From an optimization exercise on the open Yosys and OpenROAD flow, aimed at small area and a short achievable clock period; shortcuts taken in it are not production practice.
In this exercise RTL edits were held to simulation tests only and were not proved equivalent to the original.
No run shown here takes its clock network from TritonCTS; it comes from the design's own scripts or RTL.
The clock port is modelled as an ideal driver, which makes a skipped or thinned clock tree look cheaper than it is; a real chip needs a root buffer or a tree.
Power figures rest on the tool's default switching activity, not on a simulated workload.

==> flow/design.v, too long to show whole: its modules and the start of the top module <==
// module adc_correct: 1804 lines
module adc_correct (
    input  wire        clk,
    input  wire        rst,           
    input  wire        cfg_we,
    input  wire [4:0]  cfg_addr,      
    input  wire [31:0] cfg_wdata,
    input  wire        swap,          
    output wire        active_half,
    input  wire        in_valid,
    input  wire [15:0] in_code,
    output reg         out_valid,
    output reg  [23:0] out_sample,
    output reg         out_sat
);
  // ...
==> flow/flow/run.sh <==
#!/bin/bash
# The standard layout (standard.sh, unchanged synthesis), with changes to
# how the layout is optimised; the constraints and clock are the standard flow's own:
#  - repair_timing keeps 16.6 ns of extra setup slack (sizes for a ~5.4 ns period)
#  - the port buffers are buf_2 cells instead of the resizer's default pick
#  - after CTS, flow/post_cts.tcl replaces TritonCTS's three-level clock tree
#    with a balanced two-level one (4 roots on the clock port, 26-register
#    leaf clusters) and repairs timing again
set -euo pipefail
cd "$(dirname "$0")/.."
bash standard.sh SETUP_SLACK_MARGIN=16.6 \
  "BUFFER_PORTS_ARGS=-buffer_cell sky130_fd_sc_hd__buf_2" \
  "POST_CTS_TCL=$PWD/flow/post_cts.tcl" \
  finish > standard_flow.log 2>&1
==> flow/flow/build_tree.tcl <==
# Custom two-level clock tree: the clock port drives NROOT clkbuf_16 roots,
# each root drives the leaf clkbuf_16 buffers of its region, each leaf drives
# a cluster of at most LEAFMAX register clock pins. Clusters come from
# recursive median bisection of the pin positions.
proc ct_bisect {items depth maxn} {
  # items: list of {iterm x y}; returns list of clusters
  if {[llength $items] <= $maxn} { return [list $items] }
  set xs [lsort -integer [lmap it $items {lindex $it 1}]]
  set ys [lsort -integer [lmap it $items {lindex $it 2}]]
  set dx [expr {[lindex $xs end] - [lindex $xs 0]}]
  set dy [expr {[lindex $ys end] - [lindex $ys 0]}]
  set k [expr {$dx >= $dy ? 1 : 2}]
  set s [lsort -integer -index $k $items]
  set h [expr {[llength $s] / 2}]
  return [concat [ct_bisect [lrange $s 0 [expr {$h-1}]] [expr {$depth+1}] $maxn] \
                 [ct_bisect [lrange $s $h end] [expr {$depth+1}] $maxn]]
}
proc ct_centroid {items} {
  set sx 0; set sy 0
  foreach it $items { set sx [expr {$sx + [lindex $it 1]}]; set sy [expr {$sy + [lindex $it 2]}] }
  set n [llength $items]
  return [list [expr {$sx / $n}] [expr {$sy / $n}]]
}
proc ct_build {nroot leafmax} {
  set db [ord::get_db]
  set block [ord::get_db_block]
  set master [$db findMaster sky130_fd_sc_hd__clkbuf_16]
  set clk [$block findNet clk]
  set sinks {}
  foreach it [$clk getITerms] {
    if {[$it isInputSignal]} {
      set xy [$it getAvgXY]
      lappend sinks [list $it [lindex $xy 1] [lindex $xy 2]]
    }
  }
  puts "ct: [llength $sinks] sinks"
  # leaf clusters
  set clusters [ct_bisect $sinks 0 $leafmax]
  puts "ct: [llength $clusters] leaf clusters"
  # leaves as items for root grouping
  set leaves {}
  set i 0
  foreach c $clusters {
    set xy [ct_centroid $c]
    lappend leaves [list $i [lindex $xy 0] [lindex $xy 1]]
    incr i
  }
  set per [expr {int(ceil(double([llength $leaves]) / $nroot))}]
  set groups [ct_bisect $leaves 0 $per]
  puts "ct: [llength $groups] root groups"
  set r 0
  foreach g $groups {
    set rxy [ct_centroid $g]
    set rinst [odb::dbInst_create $block $master "ctroot_$r"]
    $rinst setLocation [lindex $rxy 0] [lindex $rxy 1]
    $rinst setPlacementStatus PLACED
    [$rinst findITerm A] connect $clk
    set rnet [odb::dbNet_create $block "ctroot_net_$r"]
    $rnet setSigType CLOCK
    [$rinst findITerm X] connect $rnet
    foreach l $g {
      set li [lindex $l 0]
      set linst [odb::dbInst_create $block $master "ctleaf_$li"]
      $linst setLocation [lindex $l 1] [lindex $l 2]
      $linst setPlacementStatus PLACED
      [$linst findITerm A] connect $rnet
      set lnet [odb::dbNet_create $block "ctleaf_net_$li"]
      $lnet setSigType CLOCK
      [$linst findITerm X] connect $lnet
      foreach s [lindex $clusters $li] {
        set it [lindex $s 0]
        $it disconnect
        $it connect $lnet
      }
    }
    incr r
  }
}
==> flow/flow/post_cts.tcl <==
# POST_CTS hook: replace TritonCTS's three-level clock tree with a balanced
# two-level one.  The clock port drives 4 clkbuf_16 roots; each root drives
# the clkbuf_16 leaves of its quarter of the registers; each leaf drives a
# cluster of at most 26 register clock pins (recursive median bisection of
# the pin positions).  Every register sees the same two buffer levels.
# Timing is then repaired as cts.tcl does and the placement legalised.
source [file join [file dirname [info script]] build_tree.tcl]

proc ct_rip {} {
  set block [ord::get_db_block]
  set clk [$block findNet clk]
  set sinks {}
  set dead_insts {}
  set dead_nets {}
  set frontier [list $clk]
  while {[llength $frontier]} {
    set net [lindex $frontier 0]
    set frontier [lrange $frontier 1 end]
    foreach it [$net getITerms] {
      if {![$it isInputSignal]} continue
      set inst [$it getInst]
      set m [[$inst getMaster] getName]
      if {[regexp {__(clkbuf|clkinv|buf|inv|clkdlybuf\w*|dlygate\w*)_\d+$} $m]} {
        lappend dead_insts $inst
        foreach ot [$inst getITerms] {
          if {[$ot isOutputSignal] && [$ot getNet] ne "NULL"} {
            lappend frontier [$ot getNet]
            lappend dead_nets [$ot getNet]
          }
        }
      } else {
        lappend sinks $it
      }
    }
  }
  puts "ct_rip: [llength $dead_insts] clock tree cells removed, [llength $sinks] sinks"
  foreach it $sinks { $it disconnect }
  foreach inst $dead_insts { odb::dbInst_destroy $inst }
  foreach net $dead_nets { odb::dbNet_destroy $net }
  foreach it $sinks { $it connect $clk }
}

ct_rip
ct_build 4 26
set_propagated_clock [all_clocks]
log_cmd detailed_placement
log_cmd estimate_parasitics -placement
report_clock_latency
repair_timing_helper
log_cmd detailed_placement
check_placement -verbose
log_cmd estimate_parasitics -placement
report_clock_latency
==> flow/standard.sh <==
#!/bin/bash
# synth_recipe.tcl (not shown) runs the flow's synth.tcl, then flattens the netlist and writes it again
# the make line also repeats each setting of config.mk as NAME=value (left out here)
make -C /OpenROAD-flow-scripts/flow DESIGN_CONFIG=/design/flow/config.mk WORK_HOME=/design/flow/orfs CLKGATE_MAP_FILE= SYNTH_SCRIPT=/design/flow/synth_recipe.tcl "${@:-finish}"
==> flow/config.mk <==
export PLATFORM = sky130hd
export DESIGN_NAME = adc_correct
export DESIGN_NICKNAME = adc_correct
export VERILOG_FILES = /design/flow/design.v
export SDC_FILE = /design/flow/constraint.sdc
export NUM_CORES = 4
export LEC_CHECK = 0
export CAP_MARGIN = 20
export CORE_MARGIN = 2
export CORE_UTILIZATION = 55
export CTS_CLUSTER_DIAMETER = 90
export CTS_CLUSTER_SIZE = 26
export SLEW_MARGIN = 20
==> flow/constraint.sdc <==
create_clock -name core_clock -period 22.0 [get_ports {clk}]
set_input_delay 4.4000 -clock core_clock [delete_from_list [all_inputs] [get_ports {clk}]]
set_output_delay 4.4000 -clock core_clock [all_outputs]
set_load 0.01 [all_outputs]
==> flow_metrics.env, run 1 <==
export IMPL_status="finished clean"
export IMPL_grt_ovfl_total=0
export IMPL_skew_ps=38.5
export IMPL_grt_total_usage_pct=32.8
export IMPL_yosysUniqueCellTypes=75
export IMPL_synth_most_common_cell="edfxtp_1"
export IMPL_tns_ps=0
export IMPL_synth_adder_area_share_pct=13.5
export IMPL_grt_use_met1_pct=43.3
export IMPL_synthCells=5088
export IMPL_wl_met3_um=17900
export IMPL_final_cell_mix="edfxtp_1 (1120), a22oi_1 (783), inv_1 (388)"
export IMPL_pg_clk_mw=1.34
export IMPL_power_group_top="sequential cells"
export IMPL_hold_class="reg2reg"
export IMPL_seq_area_share_pct=54.8
export IMPL_dp_slack_ps=15800
export IMPL_timing_reg2reg_setup_slack_ps=16750
export IMPL_fin_area_um2=74300
export IMPL_taps=1650
export IMPL_rsz0062_at_grt="yes"
export IMPL_finish_utilization_pct=59.2
export IMPL_coreArea_um2=126000
export IMPL_gp_congestion=0.868
export IMPL_ys_seq_area_share_pct=58.2
export IMPL_vias=44000
export IMPL_path_buf_inv=1
export IMPL_layout_commonest_cell="edfxtp_1"
export IMPL_cp_depth=1
==> run 2, diff against run 1 <==
--- a/flow/config.mk
+++ b/flow/config.mk
@@ -11,3 +11,4 @@
 export CTS_CLUSTER_DIAMETER = 90
 export CTS_CLUSTER_SIZE = 26
+export PLACE_DENSITY = 0.72
 export SLEW_MARGIN = 20
==> run 2 against run 1 <==
Net effect: still clean; highest routed layer unchanged; wire length shrank 5.6%; final cell count shrank 0.13%; sequential share of layout area is essentially flat; combinational power is essentially flat; critical endpoint is now out_sample[13].
==> flow_metrics.env, run 2 <==
export IMPL_viasPerCell=6.63
export IMPL_path_buf_inv=1
export IMPL_rows=130
export IMPL_layout_commonest_cell="edfxtp_1"
export IMPL_drv_slew=0
export IMPL_endpoint_kind="output port"
export IMPL_synthCells=5088
export IMPL_firstDrtPassIters=5
export IMPL_gp_congestion=0.876
export IMPL_skew_ps=39.2
export IMPL_ir_worst_vdd_mv=0.100
export IMPL_grt_total_usage_pct=30.8
export IMPL_fmax_ghz=0.187
export IMPL_ys_seq_area_share_pct=58.2
export IMPL_drtAntennaViolNets=0
export IMPL_cp_arrival_ps=950
export IMPL_internal_power_mw=4.30
export IMPL_fin_area_um2=74300
export IMPL_synth_common_cells="edfxtp_1 (1120), a22oi_1 (787), inv_1 (391)"
export IMPL_p_seq_share_pct=52.0
export IMPL_place_area_um2=72200
export IMPL_cp_depth=1
export IMPL_start_util_pct=55.5
export IMPL_timing_reg2reg_setup_slack_ps=16760
export IMPL_io_pins=85
export IMPL_grt_antenna_before_repair=10
export IMPL_synth_top_area_share_pct=48.3
export IMPL_hold_worst_slack_ps=332
export IMPL_fp_dieH_um=360
export IMPL_fin_total_pwr_mw=6.13
export IMPL_slew_limit_headroom_pct=29.1
export IMPL_critPathTopFamily="flip-flops"
export IMPL_grt_ovfl_total=0
export IMPL_coreArea_um2=126000
export IMPL_leakagePower_nw=25.4
export IMPL_top_regs="lin_t0: 512 flops, lin_t1: 512 flops, w_data: 32 flops"
export IMPL_setup_violations_final=0
export IMPL_synthesis_nets=5683
export IMPL_maxCapViolCount=0
export IMPL_grt_max_degree=54
export IMPL_hold_class="reg2reg"
export IMPL_synth_most_common_cell="edfxtp_1"
export IMPL_area_delta_synth_final_pct=6.63
export IMPL_worstPathRequired_ps=17600
export IMPL_p_sw_mw=1.83
export IMPL_post_route_cells_drive_above_1_share_pct=9.37
export IMPL_p_sw_share_pct=29.9
export IMPL_holdPathEnd="b_gid"
export IMPL_crit_chain="buf_6"
export IMPL_hold_violations=0
export IMPL_synth_main_ff_cell="edfxtp_1"
export IMPL_powerDensity_nw_per_um2=82.6
export IMPL_die_w_um=360
export IMPL_synth_edf_count=1120
export IMPL_reg2reg_from="a_lsel0[10]"
export IMPL_worstSkewPairLatency_ps=530
export IMPL_fin_crit_sh_pct=24.3
export IMPL_portBuffers=84
export IMPL_die_area_um2=129000
export IMPL_crit_type="reg2out"
export IMPL_wl_per_cell_um=29.9
export IMPL_tns_ps=0
export IMPL_synth_area_um2=69600
export IMPL_slowest_delay_ps=330
export IMPL_synthArstFlopShare_pct=0
export IMPL_clkSinkCount=1465
export IMPL_path_clk_slew_ps=110
export IMPL_status="finished clean"
export IMPL_grt_pass1_vias=44400
export IMPL_yosys_warnings=3
export IMPL_clkPwrFrac_pct=22.1
export IMPL_reg2reg_depth=15
export IMPL_avgSynthCellArea_um2=13.7
export IMPL_vias=44400
export IMPL_hold_depth=0
export IMPL_synth_area_leaders="edfxtp_1 (48%), fa_1 (10%), dfxtp_1 (9.9%), a22oi_1 (8.5%), xor2_1 (3.4%)"
export IMPL_grt_pass1_wl_um=295000
export IMPL_finalCriticalPeriod_ps=5350
export IMPL_rsz0062_at_grt="yes"
export IMPL_drt_iter0_drc=5976
export IMPL_dp_hpwl_um=114000
export IMPL_r2r_end="b_base[22]"
export IMPL_drc_errors=0
export IMPL_ys_ff_latch=1465
export IMPL_p_comb_share_pct=25.9
export IMPL_crit_fanout=1
export IMPL_yosysUniqueCellTypes=75
export IMPL_min_from="a_gid"
export IMPL_final_cell_mix="edfxtp_1 (1120), a22oi_1 (782), inv_1 (389)"
export IMPL_tightest_slew_ps=1060
export IMPL_synth_top_area_cell="edfxtp_1"
export IMPL_wl_um=200000
export IMPL_nets=5642
export IMPL_slowest_stage="dfxtp_2"
export IMPL_setup_worst_path_start_class="flop"
## run 2: cell counts after synthesis
Identical to the previous run, type by type.
## run 2: metal layers
| layer | vias to the layer above | GRT usage, % | wire length [um] | share of wire [%] |
|---|---|---|---|---|
| met5 | - | 0 | 82 | 0.041 |
| met4 | 14 | 14.4 | 11000 | 5.5 |
| met3 | 633 | 5.60 | 22200 | 11 |
| met2 | 2777 | 51.2 | 96100 | 48 |
| met1 | 22400 | 39.3 | 71000 | 35 |
| li1 | 18600 | - | - | - |
## run 2: how the worst max path moves through the flow
stage	from	end	slack [ps]
after global routing	b_ls[7]	c_y[25]	16580
after global placement	b_u_neg2	c_y[22]	16030
after detailed placement	b_u_neg2	c_y[22]	15940
after floorplan	b_u_one2	c_y[22]	16610
final	out_sample[13]	out_sample[13]	16650
## run 2: worst register-to-register path: stages (launching register included)
cell,delay (ps)
dfxtp_2,610
buf_4,420
a22o_1,260
a221oi_1,230
nand3_1,130
or4_1,690
fa_1,520
ha_1,360
nand3_1,130
nor4_2,380
o2111ai_1,180
a21o_1,230
a21o_1,190
a31oi_1,390
nor4_1,90
a311o_1,320
## run 2: power groups by stage
stage               sequential [mW]  clock (mW)  combinational (mW)
detailed placement             3.25           0                1.55
finish                         3.19        1.35                1.59
global placement               3.25           0                1.52
floorplan                      3.23           0                1.16
global route                   3.21        1.44                1.79
## run 2: logic make-up (layout without fill, tap and decap cells)
family	Yosys count	after routing	synth area share (%)
DFF	1465	1465	58.2
AOI/OAI and AO/OA	1252	1252	13.3
buffers and inverters	748	706	4.04
and+or+nand+nor	573	573	4.44
adders and majority gates	537	537	13.5
xor gates and xnor gates	503	503	6.33
muxes	10	10	0.147
other	0	3	0
## run 2: layout make-up
class	count	area [um^2]
sequential	1465	40700
clock inverter	1	30.0
fill	9699	51300
multi-input combinational	2875	26600
buffer	68	1700
inverter	392	1470
timing repair buffer	245	1670
tap	1650	2060
antenna	3	7.51
## run 2: stage by stage
| stage | util, % | setup WS, ps | instances |
|---|---|---|---|
| after floorplan | - | 16610 | 5088 |
| after global placement | 57.5 | 16030 | 6618 |
| after detailed placement | 57.5 | 15940 | 6618 |
| after global routing | 59.1 | 16580 | 6696 |
| final | 59.1 | 16650 | 6699 |
==> run 3, diff against run 2 <==
--- a/flow/config.mk
+++ b/flow/config.mk
@@ -11,4 +11,4 @@
 export CTS_CLUSTER_DIAMETER = 90
 export CTS_CLUSTER_SIZE = 26
-export PLACE_DENSITY = 0.72
+export PLACE_DENSITY = 0.5
 export SLEW_MARGIN = 20
==> run 3 against run 2 <==
Net effect: still clean on timing, DRC and antenna; combinational power rose by 3%; final cell count rose by 0.51%; setup slack got worse by 8.3 ps; via count fell by 0.84%; synthesized area did not move; critical path type unchanged; highest routed layer unchanged.
==> flow_metrics.env, run 3 <==
export IMPL_rows=130
export IMPL_drt_iter0_drc=5527
export IMPL_gp_congestion=0.852
export IMPL_synth_main_ff_cell="edfxtp_1"
export IMPL_die_area_um2=129000
export IMPL_hold_violations=0
export IMPL_synth_top_area_share_pct=48.3
export IMPL_start_util_pct=55.5
export IMPL_tightest_slew_ps=1090
export IMPL_drc_errors=0
export IMPL_path_clk_slew_ps=90
export IMPL_ys_ff_latch=1465
export IMPL_fin_total_pwr_mw=6.19
export IMPL_status="finished clean"
export IMPL_synth_most_common_cell="edfxtp_1"
export IMPL_critPathTopFamily="flip-flops"
export IMPL_wl_per_cell_um=32.0
export IMPL_drtAntennaViolNets=0
export IMPL_synth_area_um2=69600
export IMPL_portBuffers=84
export IMPL_area_delta_synth_final_pct=7.07
export IMPL_synth_area_leaders="edfxtp_1 (48%), fa_1 (10%), dfxtp_1 (9.9%), a22oi_1 (8.5%), xor2_1 (3.4%)"
export IMPL_fp_dieH_um=360
export IMPL_ys_seq_area_share_pct=58.2
export IMPL_firstDrtPassIters=9
export IMPL_fin_crit_sh_pct=24.4
export IMPL_grt_antenna_before_repair=10
export IMPL_fin_area_um2=74600
export IMPL_powerDensity_nw_per_um2=83.0
export IMPL_synthCells=5088
export IMPL_dp_slack_ps=15800
export IMPL_post_route_cells_drive_above_1_share_pct=9.84
export IMPL_hold_worst_slack_ps=334
export IMPL_coreArea_um2=126000
export IMPL_synth_common_cells="edfxtp_1 (1120), a22oi_1 (787), inv_1 (391)"
export IMPL_endpoint_kind="output port"
export IMPL_skew_ps=35.0
export IMPL_yosys_warnings=3
export IMPL_finalCriticalPeriod_ps=5360
export IMPL_maxCapViolCount=0
export IMPL_avgSynthCellArea_um2=13.7
export IMPL_synth_top_area_cell="edfxtp_1"
export IMPL_ir_worst_vdd_mv=0.0797
export IMPL_yosysUniqueCellTypes=75
export IMPL_holdPathEnd="b_gsel[0]"
export IMPL_worstSkewPairLatency_ps=530
export IMPL_drv_slew=0
export IMPL_layout_commonest_cell="edfxtp_1"
export IMPL_crit_fanout=2
export IMPL_crit_type="reg2out"
export IMPL_slowest_delay_ps=340
export IMPL_grt_pass1_vias=43600
export IMPL_fmax_ghz=0.186
export IMPL_crit_path_start="half"
export IMPL_top_regs="lin_t0: 512 flops, lin_t1: 512 flops, w_data: 32 flops"
export IMPL_grt_ovfl_total=0
export IMPL_setup_violations_final=0
export IMPL_timing_reg2reg_setup_slack_ps=16820
export IMPL_leakagePower_nw=25.6
export IMPL_synthArstFlopShare_pct=0
export IMPL_nets=5674
export IMPL_io_pins=85
export IMPL_hold_class="reg2reg"
export IMPL_grt_max_degree=45
export IMPL_tns_ps=0
export IMPL_reg2reg_depth=19
export IMPL_vias=44100
export IMPL_cp_arrival_ps=960
export IMPL_fillers=9991
export IMPL_slew_limit_headroom_pct=27.3
export IMPL_worstPathRequired_ps=17600
export IMPL_die_w_um=360
export IMPL_stdcell_count=6733
export IMPL_grt_pass1_wl_um=312000
export IMPL_clkSinkCount=1465
export IMPL_place_area_um2=72300
export IMPL_setup_worst_path_start_class="flop"
export IMPL_r2r_end="c_y[25]"
export IMPL_finish_utilization_pct=59.4
export IMPL_place_inst=6633
export IMPL_slowest_stage="dfxtp_2"
export IMPL_min_from="a_gsel[0]"
export IMPL_reg2reg_from="b_u_one2"
export IMPL_fin_ws_ps=16640
export IMPL_rsz0062_at_grt="yes"
export IMPL_synth_edf_count=1120
export IMPL_hold_depth=0
export IMPL_viasPerCell=6.54
export IMPL_crit_chain="buf_6"
export IMPL_grt_total_usage_pct=33.3
export IMPL_path_buf_inv=1
export IMPL_wl_um=216000
export IMPL_final_cell_mix="edfxtp_1 (1120), a22oi_1 (782), inv_1 (389)"
export IMPL_synthesis_nets=5683
export IMPL_dp_hpwl_um=125000
## run 3: report_power, final
part           total (mW)  switching (mW)  internal (mW)
clock                1.38           0.806          0.571
sequential           3.18          0.0790           3.10
combinational        1.63           0.982          0.648
total                6.19            1.87           4.32
## run 3: area by class of cell
| cell class | instances | area, um^2 | share of cell area (%) |
|---|---|---|---|
| repair buffers | 277 | 1910 | 2.56 |
| flip-flops and latches | 1465 | 40700 | 54.5 |
| clock inverters | 2 | 60.1 | 0.0806 |
| plain buffers | 68 | 1700 | 2.28 |
| inverters | 392 | 1470 | 1.97 |
| multi-input cells | 2875 | 26700 | 35.8 |
| well taps | 1650 | 2060 | 2.77 |
| diodes | 4 | 10.0 | 0.0134 |
## run 3: per-layer routing
layer  GRT usage (%)  vias to the layer above  routed length [um]
met3            4.78                      379               19300
li1                -                    18700                   -
met1            44.8                    22900               82900
met5               0                        -                  30
met2            56.1                     2150              105000
met4            10.7                        6                8010
## run 3: cell families after synthesis
family | after synthesis | share of synthesized area (%)
DFF | 1465 | 58.2
AOI/OAI and AO/OA | 1252 | 13.3
buffers and inverters | 748 | 4.04
and+or+nand+nor | 573 | 4.44
adders and majority gates | 537 | 13.5
xor gates and xnor gates | 503 | 6.33
muxes | 10 | 0.147
## run 3: worst max-delay path by stage
stage / to / slack (ps) / cells past startpoint
final: active_half / 16640 / 1
after global routing: c_y[23] / 16560 / 19
after detailed placement: c_y[22] / 15800 / 18
after global placement: c_y[22] / 15850 / 18
after floorplan: c_y[22] / 16610 / 21
==> run 4, diff against run 3 <==
==> flow/flow/run.sh (replaced) <==
#!/bin/bash
# The standard layout (standard.sh, unchanged synthesis), with changes to
# how the layout is optimised; the constraints and clock are the standard flow's own:
#  - repair_timing keeps 16.65 ns of extra setup slack (sizes for a ~5.4 ns period)
#  - the port buffers are buf_2 cells instead of the resizer's default pick
#  - after CTS, flow/post_cts.tcl replaces TritonCTS's three-level clock tree
#    with a balanced two-level one (4 roots on the clock port, 26-register
#    leaf clusters) and repairs timing again
set -euo pipefail
cd "$(dirname "$0")/.."
bash standard.sh SETUP_SLACK_MARGIN=16.65 \
  "BUFFER_PORTS_ARGS=-buffer_cell sky130_fd_sc_hd__buf_2" \
  "POST_CTS_TCL=$PWD/flow/post_cts.tcl" \
  finish > standard_flow.log 2>&1
--- a/flow/config.mk
+++ b/flow/config.mk
@@ -8,7 +8,6 @@
 export CAP_MARGIN = 20
 export CORE_MARGIN = 2
-export CORE_UTILIZATION = 55
+export CORE_UTILIZATION = 65
 export CTS_CLUSTER_DIAMETER = 90
 export CTS_CLUSTER_SIZE = 26
-export PLACE_DENSITY = 0.5
 export SLEW_MARGIN = 20
==> run 4 against run 3 <==
Net effect: still clean; sequential share of layout area up 0.38 points; flip-flop and latch count unchanged; maximum frequency rose by 0.32%; setup slack gained 17 ps; critical path type unchanged; largest power group unchanged.
==> flow_metrics.env, run 4 <==
export IMPL_status="finished clean"
export IMPL_die_w_um=331
export IMPL_die_area_um2=110000
export IMPL_ir_worst_vdd_mv=0.101
export IMPL_drtAntennaViolNets=0
export IMPL_tns_ps=0
export IMPL_crit_fanout=2
export IMPL_path_clk_slew_ps=90
export IMPL_grt_pass1_vias=43600
export IMPL_slowest_stage="dfxtp_2"
export IMPL_drc_errors=0
export IMPL_synthesis_nets=5683
export IMPL_synth_edf_count=1120
export IMPL_critPathTopFamily="flip-flops"
export IMPL_p_sw_share_pct=29.9
export IMPL_clkSinkCount=1465
export IMPL_clkPwrFrac_pct=21.7
export IMPL_synthCells=5088
export IMPL_powerDensity_nw_per_um2=82.8
export IMPL_rows=120
export IMPL_grt_antenna_before_repair=14
export IMPL_maxCapViolCount=0
export IMPL_drv_slew=0
export IMPL_worstSkewPairLatency_ps=510
export IMPL_dp_slack_ps=15820
export IMPL_place_area_um2=71900
export IMPL_rsz0062_at_grt="yes"
export IMPL_grt_total_usage_pct=37.1
export IMPL_wl_um=204000
export IMPL_top_regs="lin_t0: 512 flops, lin_t1: 512 flops, w_data: 32 flops"
export IMPL_crit_type="reg2out"
export IMPL_yosys_warnings=3
export IMPL_fmax_ghz=0.187
export IMPL_synth_area_um2=69600
export IMPL_dp_hpwl_um=117000
export IMPL_p_sw_mw=1.83
export IMPL_synth_main_ff_cell="edfxtp_1"
export IMPL_grt_max_degree=54
export IMPL_synth_top_area_share_pct=48.3
export IMPL_skew_ps=38.5
export IMPL_slew_limit_headroom_pct=23.0
export IMPL_hold_class="reg2reg"
export IMPL_path_buf_inv=1
export IMPL_synth_area_leaders="edfxtp_1 (48%), fa_1 (10%), dfxtp_1 (9.9%), a22oi_1 (8.5%), xor2_1 (3.4%)"
export IMPL_setup_worst_path_start_class="flop"
export IMPL_synthArstFlopShare_pct=0
export IMPL_worstPathRequired_ps=17600
export IMPL_vias=44400
export IMPL_ys_ff_latch=1465
export IMPL_ys_seq_area_share_pct=58.2
export IMPL_portBuffers=84
export IMPL_synth_common_cells="edfxtp_1 (1120), a22oi_1 (787), inv_1 (391)"
export IMPL_post_route_cells_drive_above_1_share_pct=9.64
export IMPL_tightest_slew_ps=1150
export IMPL_avgSynthCellArea_um2=13.7
export IMPL_fp_dieH_um=331
export IMPL_endpoint_kind="output port"
export IMPL_p_seq_share_pct=52.5
export IMPL_fin_area_um2=74100
export IMPL_cp_arrival_ps=950
export IMPL_p_comb_share_pct=25.8
export IMPL_coreArea_um2=107000
export IMPL_wl_per_cell_um=31.5
export IMPL_viasPerCell=6.87
export IMPL_grt_pass1_wl_um=296000
export IMPL_leakagePower_nw=25.5
export IMPL_synth_top_area_cell="edfxtp_1"
export IMPL_nets=5650
export IMPL_synth_most_common_cell="edfxtp_1"
export IMPL_start_util_pct=65.3
export IMPL_firstDrtPassIters=6
export IMPL_slowest_delay_ps=330
export IMPL_hold_violations=0
export IMPL_finalCriticalPeriod_ps=5350
export IMPL_internal_power_mw=4.30
export IMPL_drt_iter0_drc=5912
export IMPL_io_pins=85
export IMPL_gp_congestion=0.882
export IMPL_setup_violations_final=0
export IMPL_crit_chain="buf_6"
export IMPL_yosysUniqueCellTypes=75
export IMPL_fin_crit_sh_pct=24.3
export IMPL_area_delta_synth_final_pct=6.38
export IMPL_final_cell_mix="edfxtp_1 (1120), a22oi_1 (780), inv_1 (388)"
export IMPL_grt_ovfl_total=0
export IMPL_layout_commonest_cell="edfxtp_1"
export IMPL_fin_ws_ps=16650
-- run 4: cell families after synthesis --
| kind of cell | Yosys count | synth area share (%) |
|---|---|---|
| buf+inv | 748 | 4.04 |
| compound gates | 1252 | 13.3 |
| fa+ha+maj | 537 | 13.5 |
| flops | 1465 | 58.2 |
| simple gates | 573 | 4.44 |
| mux | 10 | 0.147 |
| xor+xnor | 503 | 6.33 |
-- run 4: power groups by stage --
stage / clock (mW) / sequential, mW / combinational, mW
after floorplan: 0 / 3.23 / 1.16
after global placement: 0 / 3.28 / 1.51
after detailed placement: 0 / 3.28 / 1.53
final: 1.33 / 3.22 / 1.58
after global routing: 1.42 / 3.23 / 1.78
-- run 4: stage by stage --
| step | total power [mW] | cells | util (%) | hold slack (ps) |
|---|---|---|---|---|
| 2_1_floorplan | 4.38 | 5088 | - | 310 |
| 3_3_place_gp | 4.78 | 6375 | 67.5 | 311 |
| 3_5_place_dp | 4.81 | 6375 | 67.5 | 317 |
| 5_1_grt | 6.43 | 6457 | 69.5 | 342 |
| 6_report | 6.13 | 6465 | 69.5 | 335 |
-- run 4: area by class of cell --
type / instances / area (um^2)
diodes: 9 / 22.5
plain buffers: 68 / 1700
fillers: 7449 / 32500
inverters: 392 / 1470
multi-input cells: 2875 / 26700
flip-flops and latches: 1465 / 40700
well taps: 1403 / 1760
repair buffers: 253 / 1780
-- run 4: per-layer routing --
layer,share of wire [%],GRT usage [%]
met4,5.1,15.7
met3,11,6.62
met5,0.011,0.0868
met2,48,62.3
met1,35,48.0
-- run 4: final timing paths --
path	startpoint	endpoint	slack, ps	cells past startpoint
worst min-delay path	b_rail	c_rail	330	0
worst min register to register	b_rail	c_rail	330	0
worst max-delay path	half	active_half	16650	1
worst max register to register	b_u_one0	c_y[24]	16760	20
==> run 5, diff against run 4 <==
--- a/flow/config.mk
+++ b/flow/config.mk
@@ -8,5 +8,5 @@
 export CAP_MARGIN = 20
 export CORE_MARGIN = 2
-export CORE_UTILIZATION = 65
+export CORE_UTILIZATION = 72
 export CTS_CLUSTER_DIAMETER = 90
 export CTS_CLUSTER_SIZE = 26
==> run 5 against run 4 <==
Net effect: global-route usage grew 3.6 points; clock skew grew 8.6 ps; core utilization grew 7.2 points; combinational power is essentially flat; wire length shrank 1.9%; final area shrank 0.29%; flip-flop and latch count is the same; final cell count shrank 2.1%; power is essentially flat; critical path depth is the same; critical endpoint is now out_sample[22]; largest cell class unchanged; largest power group unchanged.
==> flow_metrics.env, run 5 <==
export IMPL_finish_utilization_pct=76.7
export IMPL_worstSkewPairLatency_ps=520
export IMPL_firstDrtPassIters=9
export IMPL_fin_area_um2=73900
export IMPL_cp_arrival_ps=950
export IMPL_powerDensity_nw_per_um2=83.1
export IMPL_reg2reg_from="a_lsel0[9]"
export IMPL_synth_top_area_share_pct=48.3
export IMPL_dp_hpwl_um=113000
export IMPL_fin_ws_ps=16650
export IMPL_grt_pass1_vias=44400
export IMPL_fillers=5858
export IMPL_vias=45000
export IMPL_synth_area_leaders="edfxtp_1 (48%), fa_1 (10%), dfxtp_1 (9.9%), a22oi_1 (8.5%), xor2_1 (3.4%)"
export IMPL_crit_path_start="out_sample[22]"
export IMPL_grt_pass1_wl_um=292000
export IMPL_rows=114
export IMPL_p_sw_share_pct=29.9
export IMPL_gp_congestion=0.931
export IMPL_portBuffers=84
export IMPL_synthesis_nets=5683
export IMPL_clkPwrFrac_pct=21.5
export IMPL_synth_edf_count=1120
export IMPL_synthArstFlopShare_pct=0
export IMPL_synth_area_um2=69600
export IMPL_ir_worst_vdd_mv=0.0780
export IMPL_clkSinkCount=1465
export IMPL_fin_crit_sh_pct=24.3
export IMPL_drc_errors=0
export IMPL_min_from="a_gid"
export IMPL_p_seq_share_pct=53.0
export IMPL_synth_main_ff_cell="edfxtp_1"
export IMPL_critPathTopFamily="flip-flops"
export IMPL_internal_power_mw=4.30
export IMPL_status="finished clean"
export IMPL_stdcell_count=6330
export IMPL_drv_slew=0
export IMPL_start_util_pct=72.3
export IMPL_die_w_um=315
export IMPL_synthCells=5088
export IMPL_crit_fanout=1
export IMPL_place_inst=6237
export IMPL_fp_dieH_um=315
export IMPL_hold_violations=0
export IMPL_place_area_um2=71700
export IMPL_slowest_delay_ps=330
export IMPL_nets=5646
export IMPL_grt_antenna_before_repair=6
export IMPL_leakagePower_nw=25.4
export IMPL_grt_total_usage_pct=40.7
export IMPL_hold_class="reg2reg"
export IMPL_fin_total_pwr_mw=6.14
export IMPL_skew_ps=47.1
export IMPL_top_regs="lin_t0: 512 flops, lin_t1: 512 flops, w_data: 32 flops"
export IMPL_avgSynthCellArea_um2=13.7
export IMPL_slew_limit_headroom_pct=25.5
export IMPL_die_area_um2=99200
export IMPL_post_route_cells_drive_above_1_share_pct=9.65
export IMPL_drt_iter0_drc=6076
export IMPL_slowest_stage="dfxtp_1"
export IMPL_dp_slack_ps=15910
export IMPL_yosys_warnings=3
export IMPL_finalCriticalPeriod_ps=5350
export IMPL_drtAntennaViolNets=0
export IMPL_crit_chain="buf_2"
export IMPL_setup_worst_path_start_class="flop"
export IMPL_maxCapViolCount=0
export IMPL_hold_worst_slack_ps=334
export IMPL_synth_common_cells="edfxtp_1 (1120), a22oi_1 (787), inv_1 (391)"
export IMPL_grt_max_degree=54
export IMPL_synth_top_area_cell="edfxtp_1"
export IMPL_path_buf_inv=1
export IMPL_grt_ovfl_total=0
export IMPL_worstPathRequired_ps=17600
export IMPL_ys_seq_area_share_pct=58.2
export IMPL_tns_ps=0
export IMPL_endpoint_kind="output port"
export IMPL_area_delta_synth_final_pct=6.07
export IMPL_p_comb_share_pct=25.4
export IMPL_rsz0062_at_grt="yes"
export IMPL_path_clk_slew_ps=90
export IMPL_fmax_ghz=0.187
export IMPL_layout_commonest_cell="edfxtp_1"
export IMPL_wl_um=200000
export IMPL_yosysUniqueCellTypes=75
export IMPL_wl_per_cell_um=31.6
export IMPL_tightest_slew_ps=1110
export IMPL_crit_type="reg2out"
export IMPL_p_sw_mw=1.83
export IMPL_coreArea_um2=96300
export IMPL_setup_violations_final=0
export IMPL_viasPerCell=7.11
export IMPL_final_cell_mix="edfxtp_1 (1120), a22oi_1 (782), inv_1 (389)"
export IMPL_synth_most_common_cell="edfxtp_1"
export IMPL_io_pins=85
export IMPL_ys_ff_latch=1465
-- run 5: final timing paths --
| check | endpoint | slack, ps | cells after the start |
|---|---|---|---|
| max | out_sample[22] | 16650 | 1 |
| min | b_gid | 330 | 0 |
| max reg2reg | b_base[22] | 16810 | 15 |
| min reg2reg | b_gid | 330 | 0 |
-- run 5: power by group through the flow --
stage               Sequential, mW  Combinational (mW)  Clock [mW]
global placement              3.31                1.45           0
detailed placement            3.31                1.48           0
global route                  3.27                1.75        1.41
floorplan                     3.23                1.16           0
finish                        3.25                1.56        1.32
-- run 5: layer usage --
layer,routed length (um),track usage (%),vias to the layer above
met2,95000,66.0,3357
met3,26300,9.14,746
li1,-,-,18600
met5,23,0,-
met1,65900,51.5,22300
met4,12600,21.8,4
-- run 5: logic make-up (layout without fill, tap and decap cells) --
kind of cell               count (synthesis)  after routing  share of synthesized area [%]
muxes                                     10             10                          0.147
other                                      0              5                              0
DFF                                     1465           1465                           58.2
AOI/OAI and AO/OA                       1252           1252                           13.3
and+or+nand+nor                          573            573                           4.44
buffers and inverters                    748            709                           4.04
xor gates and xnor gates                 503            503                           6.33
adders and majority gates                537            537                           13.5
-- run 5: layout make-up --
| cell class | count | area [um^2] | share of cell area, % |
|---|---|---|---|
| timing repair buffer | 249 | 1720 | 2.32 |
| buffer | 68 | 1700 | 2.30 |
| multi-input combinational | 2875 | 26700 | 36.1 |
| inverter | 392 | 1470 | 1.99 |
| sequential | 1465 | 40700 | 55.1 |
| antenna | 5 | 12.5 | 0.0169 |
| tap | 1276 | 1600 | 2.16 |
==> run 6, diff against run 5 <==
==> flow/flow/run.sh (replaced) <==
#!/bin/bash
# The standard layout (standard.sh, unchanged synthesis), with changes to
# how the layout is optimised; the constraints and clock are the standard flow's own:
#  - repair_timing keeps 16.75 ns of extra setup slack (sizes for a ~5.4 ns period)
#  - the port buffers are buf_2 cells instead of the resizer's default pick
#  - after CTS, flow/post_cts.tcl replaces TritonCTS's three-level clock tree
#    with a balanced two-level one (4 roots on the clock port, 26-register
#    leaf clusters) and repairs timing again
set -euo pipefail
cd "$(dirname "$0")/.."
bash standard.sh SETUP_SLACK_MARGIN=16.75 \
  "BUFFER_PORTS_ARGS=-buffer_cell sky130_fd_sc_hd__buf_2" \
  "POST_CTS_TCL=$PWD/flow/post_cts.tcl" \
  finish > standard_flow.log 2>&1
--- a/flow/config.mk
+++ b/flow/config.mk
@@ -8,5 +8,5 @@
 export CAP_MARGIN = 20
 export CORE_MARGIN = 2
-export CORE_UTILIZATION = 72
+export CORE_UTILIZATION = 55
 export CTS_CLUSTER_DIAMETER = 90
 export CTS_CLUSTER_SIZE = 26
==> run 6 against run 5 <==
Net effect: power up 1.0%; global-route usage down 8.1 points; critical path depth is the same; register-to-register slack better by 20 ps; wire length increased by 6.0%; via count down 2.4%; setup slack got worse by 27 ps; sequential share of layout area shrank 0.67 points; critical path type unchanged; largest power group unchanged.
==> flow_metrics.env, run 6 <==
export IMPL_portBuffers=84
export IMPL_synthArstFlopShare_pct=0
export IMPL_ys_ff_latch=1465
export IMPL_leakagePower_nw=25.6
export IMPL_fillers=9952
export IMPL_cp_arrival_ps=970
export IMPL_tns_ps=0
export IMPL_crit_chain="buf_6"
export IMPL_top_regs="lin_t0: 512 flops, lin_t1: 512 flops, w_data: 32 flops"
export IMPL_grt_total_usage_pct=32.6
export IMPL_nets=5675
export IMPL_die_area_um2=129000
export IMPL_skew_ps=33.7
export IMPL_powerDensity_nw_per_um2=82.9
export IMPL_fp_dieH_um=360
export IMPL_area_delta_synth_final_pct=7.36
export IMPL_firstDrtPassIters=6
export IMPL_clkSinkCount=1465
export IMPL_yosysUniqueCellTypes=75
export IMPL_gp_congestion=0.855
export IMPL_grt_antenna_before_repair=10
export IMPL_viasPerCell=6.51
export IMPL_path_buf_inv=1
export IMPL_grt_pass1_vias=44200
export IMPL_coreArea_um2=126000
export IMPL_final_cell_mix="edfxtp_1 (1120), a22oi_1 (770), inv_1 (386)"
export IMPL_io_pins=85
export IMPL_wl_um=212000
export IMPL_tightest_slew_ps=1140
export IMPL_endpoint_kind="output port"
export IMPL_busiest_layer="met2"
export IMPL_drv_slew=0
export IMPL_crit_fanout=2
export IMPL_die_w_um=360
export IMPL_rows=130
export IMPL_yosys_warnings=3
export IMPL_grt_use_met1_pct=41.9
export IMPL_wl_per_cell_um=31.4
export IMPL_synthCells=5088
export IMPL_grt_max_degree=45
export IMPL_drt_iter0_drc=5055
export IMPL_slowest_delay_ps=360
export IMPL_status="finished clean"
export IMPL_grt_ovfl_total=0
export IMPL_synth_top_area_cell="edfxtp_1"
export IMPL_drtAntennaViolNets=0
export IMPL_dp_hpwl_um=122000
export IMPL_synth_top_area_share_pct=48.3
export IMPL_setup_worst_path_start_class="flop"
export IMPL_slowest_stage="dfxtp_2"
export IMPL_synth_edf_count=1120
export IMPL_post_route_cells_drive_above_1_share_pct=10.6
export IMPL_synth_main_ff_cell="edfxtp_1"
export IMPL_hold_violations=0
export IMPL_slew_limit_headroom_pct=23.8
export IMPL_multi_input_area_um2=26800
export IMPL_setup_violations_final=0
export IMPL_fin_total_pwr_mw=6.20
export IMPL_synthesis_nets=5683
export IMPL_worstPathRequired_ps=17600
export IMPL_maxCapViolCount=0
export IMPL_globalRouteMet2Util_pct=56.1
export IMPL_worstSkewPairLatency_ps=520
export IMPL_crit_type="reg2out"
export IMPL_use_met3_pct=4.73
export IMPL_register_area_um2=40700
export IMPL_synth_area_um2=69600
export IMPL_rsz0062_at_grt="yes"
export IMPL_critPathTopFamily="flip-flops"
export IMPL_grt_pass1_wl_um=307000
export IMPL_fmax_ghz=0.186
export IMPL_ir_worst_vdd_mv=0.0962
export IMPL_avgSynthCellArea_um2=13.7
export IMPL_finalCriticalPeriod_ps=5370
export IMPL_path_clk_slew_ps=90
export IMPL_fin_crit_sh_pct=24.4
export IMPL_synth_common_cells="edfxtp_1 (1120), a22oi_1 (787), inv_1 (391)"
export IMPL_synth_area_leaders="edfxtp_1 (48%), fa_1 (10%), dfxtp_1 (9.9%), a22oi_1 (8.5%), xor2_1 (3.4%)"
export IMPL_synth_most_common_cell="edfxtp_1"
export IMPL_ys_seq_area_share_pct=58.2
export IMPL_hold_class="reg2reg"
export IMPL_vias=43900
export IMPL_layout_commonest_cell="edfxtp_1"
export IMPL_start_util_pct=55.5
export IMPL_drc_errors=0
[run 6: worst paths after layout]
kind                                  start  cells after the start  slack, ps          end
worst min register to register    a_gsel[1]                      0        330    b_gsel[1]
worst min-delay path              a_gsel[1]                      0        330    b_gsel[1]
worst max-delay path                   half                      1      16630  active_half
worst max register to register  a_lsel0[10]                     15      16830   b_base[22]
[run 6: layout make-up]
cell class / instances / share of cell area [%]
inverters: 392 / 1.97
flip-flops and latches: 1465 / 54.4
repair buffers: 278 / 2.63
diodes: 10 / 0.0335
multi-input cells: 2875 / 35.9
well taps: 1650 / 2.76
plain buffers: 68 / 2.28
[run 6: per-stage QoR]
stage | cell area [um^2] | utilization, % | hold slack (ps) | cells | setup slack (ps)
floorplan | 69700 | - | 310 | 5088 | 16750
global placement | 72200 | 57.5 | 313 | 6621 | 16130
detailed placement | 72200 | 57.5 | 314 | 6621 | 16070
global route | 74700 | 59.5 | 334 | 6732 | 16590
finish | 74800 | 59.5 | 332 | 6738 | 16630
[run 6: layer usage]
metal | share of wire [%] | wire [um]
met3 | 8.5 | 18000
met1 | 38 | 79500
met2 | 50 | 105000
met4 | 4.3 | 9110
met5 | 0.019 | 41
[run 6: kinds of logic (layout without fill, tap and decap cells)]
logic type	after synthesis	in the layout	synth area share (%)
mux	10	10	0.147
compound gates	1252	1252	13.3
xor+xnor	503	503	6.33
other cells	0	10	0
buf+inv	748	738	4.04
fa+ha+maj	537	537	13.5
simple gates	573	573	4.44
flops	1465	1465	58.2
[run 6: power by group]
group / total (mW) / leakage (nW) / internal, mW / switching, mW
clock: 1.35 / 0.838 / 0.547 / 0.799
sequential: 3.19 / 13.0 / 3.11 / 0.0888
combinational: 1.66 / 11.8 / 0.680 / 0.980

## re-timing with driven ports
Ports are ideal in the flow. The routed layouts listed here were re-timed in OpenROAD.
Step 1 assumes that a clkbuf_16 drives the clock port and a buf_2 every other input.
Step 2 also shifts input and output timing later by t, the mid clock arrival at the registers, as if the neighbouring blocks saw the same clock.
a / b / c = no drivers / after step 1 / after step 2; a / b = the first two.
run | t (ns) | setup WS [ns] | clock arrival spread, ns | worst register clock-pin slew, ns | pins driven straight from the clock port
run 1 | 0.651 | 16.646 / 16.493 / 16.439 | 0.040 / 0.039 | 0.11 / 0.11 | 4
run 2 | 0.649 | 16.646 / 16.499 / 16.475 | 0.048 / 0.047 | 0.11 / 0.11 | 4
run 3 | 0.665 | 16.637 / 16.478 / 16.481 | 0.043 / 0.044 | 0.11 / 0.11 | 4
run 4 | 0.643 | 16.655 / 16.511 / 16.452 | 0.047 / 0.048 | 0.11 / 0.11 | 4
run 5 | 0.641 | 16.653 / 16.505 / 16.418 | 0.053 / 0.053 | 0.11 / 0.11 | 4
run 6 | 0.659 | 16.627 / 16.472 / 16.516 | 0.040 / 0.039 | 0.11 / 0.11 | 4
After both steps every run listed still meets setup and hold. For run 5, which loses most, drivers alone change the setup slack by -0.148 ns; drivers and shift together by -0.235 ns.
